Context: an optimization exercise on an open-source flow, tuned for small area, a short achievable clock period and few clock cycles. The choices shown serve that exercise and are no tape-out recipe. In this exercise RTL edits were held to simulation tests only and were not proved equivalent to the original.

==> flow/design.v <==
module cv_unit (
    input  wire        clk,
    input  wire        rst,       
    input  wire        we,
    input  wire [2:0]  waddr,
    input  wire [63:0] wdata,
    input  wire [2:0]  raddr,
    output reg  [63:0] rdata,
    output wire        busy
);
    localparam A_CFG    = 3'd0;
    localparam A_POLY   = 3'd1;
    localparam A_INIT   = 3'd2;
    localparam A_VALUE  = 3'd3;
    localparam A_DATA   = 3'd4;
    localparam A_CMD    = 3'd5;
    localparam A_RESULT = 3'd6;
    reg  [5:0]  sh;                     
    wire [6:0]  width = 7'd64 - {1'b0, sh};
    reg         refin, refout, invert;
    reg  [63:0] poly, init, value;
    reg  [3:0]  nbytes;
    reg  [63:0] dbuf;
    reg  [3:0]  pend;
    reg  [31:1] q;
    reg         qbad;                   
    wire        qok = !qbad;
    wire [63:0] mask = {64{1'b1}} >> sh;
    reg  [63:0] vrev, prev;
    integer j;
    always @* begin
        for (j = 0; j < 64; j = j + 1) begin
            vrev[j] = value[63 - j];
            prev[j] = poly[63 - j];
        end
    end
    wire [63:0] vref = vrev >> sh;    
    wire [63:0] pref = prev >> sh;    
    reg  [31:0] qn;
    integer a, u, kk;
    always @* begin
        qn = 32'd1;
        for (kk = 1; kk < 32; kk = kk * 2)
            for (a = kk; a < 2 * kk; a = a + 1) begin
                qn[a] = pref[a - 1];
                for (u = 2; u <= a; u = u + 2)
                    qn[a] = qn[a] ^ (qn[u / 2] & ((u == a) ? 1'b1 : pref[a - u - 1]));
            end
    end
    function [2:0] cm2(input [1:0] a, input [1:0] b);
        integer i;
        begin
            cm2 = 3'd0;
            for (i = 0; i < 2; i = i + 1)
                cm2 = cm2 ^ ({3{a[i]}} & ({1'd0, b} << i));
        end
    endfunction
    function [1:0] lh2(input [1:0] a, input [1:0] b);
        integer i;
        begin
            lh2 = 2'd0;
            for (i = 0; i < 2; i = i + 1)
                lh2 = lh2 ^ ({2{a[i]}} & (b << i));
        end
    endfunction
    function [6:0] cm4(input [3:0] a, input [3:0] b);
        integer i;
        begin
            cm4 = 7'd0;
            for (i = 0; i < 4; i = i + 1)
                cm4 = cm4 ^ ({7{a[i]}} & ({3'd0, b} << i));
        end
    endfunction
    function [3:0] lh4(input [3:0] a, input [3:0] b);
        integer i;
        begin
            lh4 = 4'd0;
            for (i = 0; i < 4; i = i + 1)
                lh4 = lh4 ^ ({4{a[i]}} & (b << i));
        end
    endfunction
    function [14:0] cm8(input [7:0] a, input [7:0] b);
        integer i;
        begin
            cm8 = 15'd0;
            for (i = 0; i < 8; i = i + 1)
                cm8 = cm8 ^ ({15{a[i]}} & ({7'd0, b} << i));
        end
    endfunction
    function [7:0] lh8(input [7:0] a, input [7:0] b);
        integer i;
        begin
            lh8 = 8'd0;
            for (i = 0; i < 8; i = i + 1)
                lh8 = lh8 ^ ({8{a[i]}} & (b << i));
        end
    endfunction
    function [30:0] cm16(input [15:0] a, input [15:0] b);
        reg [14:0] lo, hi, mid;
        begin
            lo  = cm8(a[7:0], b[7:0]);
            hi  = cm8(a[15:8], b[15:8]);
            mid = cm8(a[7:0] ^ a[15:8], b[7:0] ^ b[15:8]) ^ lo ^ hi;
            cm16 = {16'd0, lo} ^ ({16'd0, mid} << 8) ^ ({16'd0, hi} << 16);
        end
    endfunction
    function [15:0] lh16(input [15:0] a, input [15:0] b);
        begin
            lh16 = {1'b0, cm8(a[7:0], b[7:0])} ^
                   ({lh8(a[7:0], b[15:8]) ^ lh8(a[15:8], b[7:0]), 8'd0});
        end
    endfunction
    function [62:0] cm32(input [31:0] a, input [31:0] b);
        reg [30:0] lo, hi, mid;
        begin
            lo  = cm16(a[15:0], b[15:0]);
            hi  = cm16(a[31:16], b[31:16]);
            mid = cm16(a[15:0] ^ a[31:16], b[15:0] ^ b[31:16]) ^ lo ^ hi;
            cm32 = {32'd0, lo} ^ ({32'd0, mid} << 16) ^ ({32'd0, hi} << 32);
        end
    endfunction
    function [31:0] lh32(input [31:0] a, input [31:0] b);
        begin
            lh32 = {1'b0, cm16(a[15:0], b[15:0])} ^
                   ({lh16(a[15:0], b[31:16]) ^ lh16(a[31:16], b[15:0]), 16'd0});
        end
    endfunction
    wire        from_buf = (pend != 4'd0);
    wire [3:0]  cnt   = from_buf ? pend : nbytes;
    wire [2:0]  nch   = (cnt > 4'd4) ? 3'd4 : cnt[2:0];    
    wire [31:0] src   = from_buf ? dbuf[31:0] : wdata[31:0];
    reg  [31:0] s, t, tr;
    integer i, k;
    always @* begin
        for (i = 0; i < 32; i = i + 1)
            s[i] = vref[i] ^ (refin ? src[8*(i/8) + (i%8)] : src[8*(i/8) + 7 - (i%8)]);
        t = lh32({q, 1'b1}, s);
        tr = 32'd0;
        case (nch)
            3'd1: for (k = 0; k < 8;  k = k + 1) tr[k] = t[7 - k];
            3'd2: for (k = 0; k < 16; k = k + 1) tr[k] = t[15 - k];
            3'd3: for (k = 0; k < 24; k = k + 1) tr[k] = t[23 - k];
            default: for (k = 0; k < 32; k = k + 1) tr[k] = t[31 - k];
        endcase
    end
    reg  [63:0] vsh, prod;
    always @* begin
        case (nch)
            3'd1:    vsh = value << 8;
            3'd2:    vsh = value << 16;
            3'd3:    vsh = value << 24;
            default: vsh = value << 32;
        endcase
        prod = {1'b0, cm32(tr, poly[31:0])} ^ {lh32(tr, poly[63:32]), 32'd0};
    end
    wire [63:0] vnew = (vsh ^ prod) & mask;
    wire [63:0] result = (refout ? vref : (value & mask)) ^ (invert ? mask : 64'd0);
    always @(posedge clk) begin
        if (rst) begin
            sh     <= 6'd32;
            refin  <= 1'b0;
            refout <= 1'b0;
            invert <= 1'b0;
            poly   <= 64'd0;
            init   <= 64'd0;
            value  <= 64'd0;
            nbytes <= 4'd8;
            pend   <= 4'd0;
            qbad   <= 1'b1;
        end else begin
            if (qbad) begin
                q    <= qn[31:1];
                qbad <= 1'b0;
            end
            if (pend != 4'd0) begin
                if (qok) begin
                    value       <= vnew;
                    dbuf[31:0]  <= dbuf[63:32];
                    pend        <= (pend > 4'd4) ? pend - 4'd4 : 4'd0;
                end
            end else if (we) begin
                case (waddr)
                    A_CFG: begin
                        invert <= wdata[13];
                        refout <= wdata[12];
                        refin  <= wdata[11];
                        if (wdata[6:0] >= 7'd8 && wdata[6:0] <= 7'd64)
                            sh <= 6'd0 - wdata[5:0];
                        qbad <= 1'b1;
                    end
                    A_POLY: begin
                        poly <= wdata;
                        qbad <= 1'b1;
                    end
                    A_INIT:  init  <= wdata;
                    A_VALUE: value <= wdata;
                    A_DATA: begin
                        if (qok) begin
                            value      <= vnew;
                            dbuf[31:0] <= wdata[63:32];
                            pend       <= (nbytes > 4'd4) ? nbytes - 4'd4 : 4'd0;
                        end else begin
                            dbuf <= wdata;
                            pend <= nbytes;
                        end
                    end
                    A_CMD: begin
                        if (wdata[31])
                            value <= init;
                        if (wdata[3:0] >= 4'd1 && wdata[3:0] <= 4'd8)
                            nbytes <= wdata[3:0];
                    end
                    default: ;
                endcase
            end
        end
    end
    assign busy = (pend != 4'd0);
    always @* begin
        case (raddr)
            A_CFG:    rdata = {32'd0, 1'b0, busy, 1'b0, 15'd0, invert, refout, refin, 4'd0, width};
            A_POLY:   rdata = poly;
            A_INIT:   rdata = init;
            A_VALUE:  rdata = value;
            A_CMD:    rdata = {60'd0, nbytes};
            A_RESULT: rdata = result;
            default:  rdata = 64'd0;
        endcase
    end
endmodule
==> flow/config.mk <==
export PLATFORM = sky130hd
export DESIGN_NAME = cv_unit
export DESIGN_NICKNAME = cv_unit
export VERILOG_FILES = /design/flow/design.v
export SDC_FILE = /design/flow/constraint.sdc
export NUM_CORES = 4
export LEC_CHECK = 0
export CAP_MARGIN = 20
export CORE_MARGIN = 2
export CORE_UTILIZATION = 33
export PLACE_DENSITY = 0.5
export SLEW_MARGIN = 20
export TNS_END_PERCENT = 100
==> flow/constraint.sdc <==
create_clock -name core_clock -period 16.0 [get_ports {clk}]
set_input_delay 3.2000 -clock core_clock [delete_from_list [all_inputs] [get_ports {clk}]]
set_output_delay 3.2000 -clock core_clock [all_outputs]
set_load 0.01 [all_outputs]
standard.sh (not shown) runs the stock make flow with config.mk's settings and CLKGATE_MAP_FILE= SYNTH_SCRIPT=/design/flow/synth_recipe.tcl, a recipe that flattens the netlist after the stock synthesis.
==> flow/flow/run.sh <==
#!/bin/bash
set -euo pipefail
bash standard.sh SETUP_SLACK_MARGIN=7 cts > make_cts.log 2>&1
bash standard.sh finish > make_finish.log 2>&1
The starting point passed the timing, design-rule and antenna checks.
Testbench counts at the start, summed over its fixed seeds: cycles 7,307.
Then changed:
==> flow/run.sh (new file) <==
#!/bin/bash
# synth_recipe.tcl (not shown) runs the flow's synth.tcl, then flattens the netlist and writes it again
# the make line also repeats each setting of config.mk as NAME=value (left out here)
make -C /OpenROAD-flow-scripts/flow DESIGN_CONFIG=/design/flow/config.mk WORK_HOME=/design/flow/orfs CLKGATE_MAP_FILE= SYNTH_SCRIPT=/design/flow/synth_recipe.tcl finish
Settings changed: CORE_UTILIZATION 33 to 35, SETUP_SLACK_MARGIN set to 5.
removed: flow/flow/run.sh
removed: flow/standard.sh
Effect: The new run went through all stages and came out clean. Core utilization shrinks by 0.27 points. Final cell count falls by 2.7%. Final area falls by 6.7%.
Then changed:
==> flow/flow/run.sh (new file) <==
#!/bin/bash
set -euo pipefail
bash standard.sh SETUP_SLACK_MARGIN=6 MATCH_CELL_FOOTPRINT=0 finish > make_finish.log 2>&1
==> flow/standard.sh (new file) <==
#!/bin/bash
# synth_recipe.tcl (not shown) runs the flow's synth.tcl, then flattens the netlist and writes it again
# the make line also repeats each setting of config.mk as NAME=value (left out here)
make -C /OpenROAD-flow-scripts/flow DESIGN_CONFIG=/design/flow/config.mk WORK_HOME=/design/flow/orfs CLKGATE_MAP_FILE= SYNTH_SCRIPT=/design/flow/synth_recipe.tcl "${@:-finish}"
Settings changed: CORE_UTILIZATION 35 to 30, PLACE_DENSITY 0.5 to 0.45, SETUP_SLACK_MARGIN 5 to not set.
removed: flow/run.sh
Worst setup slack improves by 0.87 ns. Worst hold slack hardly moves. Routed wire length climbs by a few percent. Cell count climbs by a few percent. Non-clock buffer count climbs by 36.
Then changed:
==> flow/flow/run.sh (replaced) <==
#!/bin/bash
set -euo pipefail
bash standard.sh SETUP_SLACK_MARGIN=6.5 finish > make_finish.log 2>&1
Effect:
- The new run went through all stages and came out clean
- worst setup slack is better by 0.50 ns
- final area came out higher by 2.6%
- global-route usage came out higher by 0.26 points
- synthesized area is unchanged
Then changed:
==> flow/flow/run.sh (replaced) <==
#!/bin/bash
set -euo pipefail
bash standard.sh SETUP_SLACK_MARGIN=7 MATCH_CELL_FOOTPRINT=0 finish > make_finish.log 2>&1
Outcome: Register-to-register slack is better by 0.22 ns; worst setup slack improves by 0.42 ns; sequential cell count is unchanged; design area climbs by 6.6%; global-route usage went up by 0.68 points; worst hold slack barely changes; clock-buffer cell count does not change; fmax is higher by 4.5%; non-clock buffer count rises by 209; die area is unchanged.

-- separate check: timing with driven ports --
The results above use ideal ports. As a check the final layouts listed here were re-extracted and re-timed, cells and wires unchanged. Step 1, drivers: a clkbuf_16 drives clk and a buf_2 each remaining input, both assumed. Step 2 adds t to the input delays and takes it off the output delays; t is the mean of the earliest and latest rising clock arrival at the registers after step 1. Input paths then give back, and output paths get back, about the clock's delay inside the block. Three values: no drivers, after step 1, after step 2; two values: the first two.
run | t, ns | setup WS [ns] | hold WS [ns] | worst data-port slew with drivers (ns) | pins driven straight from the clock port
the first run | 0.727 | 6.456 / 6.432 / 5.822 | 0.453 / 0.453 / 0.453 | 0.05 | 1
the second run | 0.718 | 5.022 / 5.083 / 4.366 | 0.453 / 0.453 / 0.453 | 0.11 | 1
the third run | 0.744 | 5.896 / 5.850 / 5.319 | 0.454 / 0.454 / 0.454 | 0.06 | 1
the fourth run | 0.745 | 6.399 / 6.379 / 5.721 | 0.455 / 0.455 / 0.455 | 0.07 | 1
the fifth run | 0.748 | 6.815 / 6.850 / 6.127 | 0.455 / 0.455 / 0.455 | 0.06 | 1
After both steps setup and hold are still met in every run listed. The setup slack of the fifth run, which loses most, moves by +0.035 ns with the drivers and by -0.688 ns with both steps.
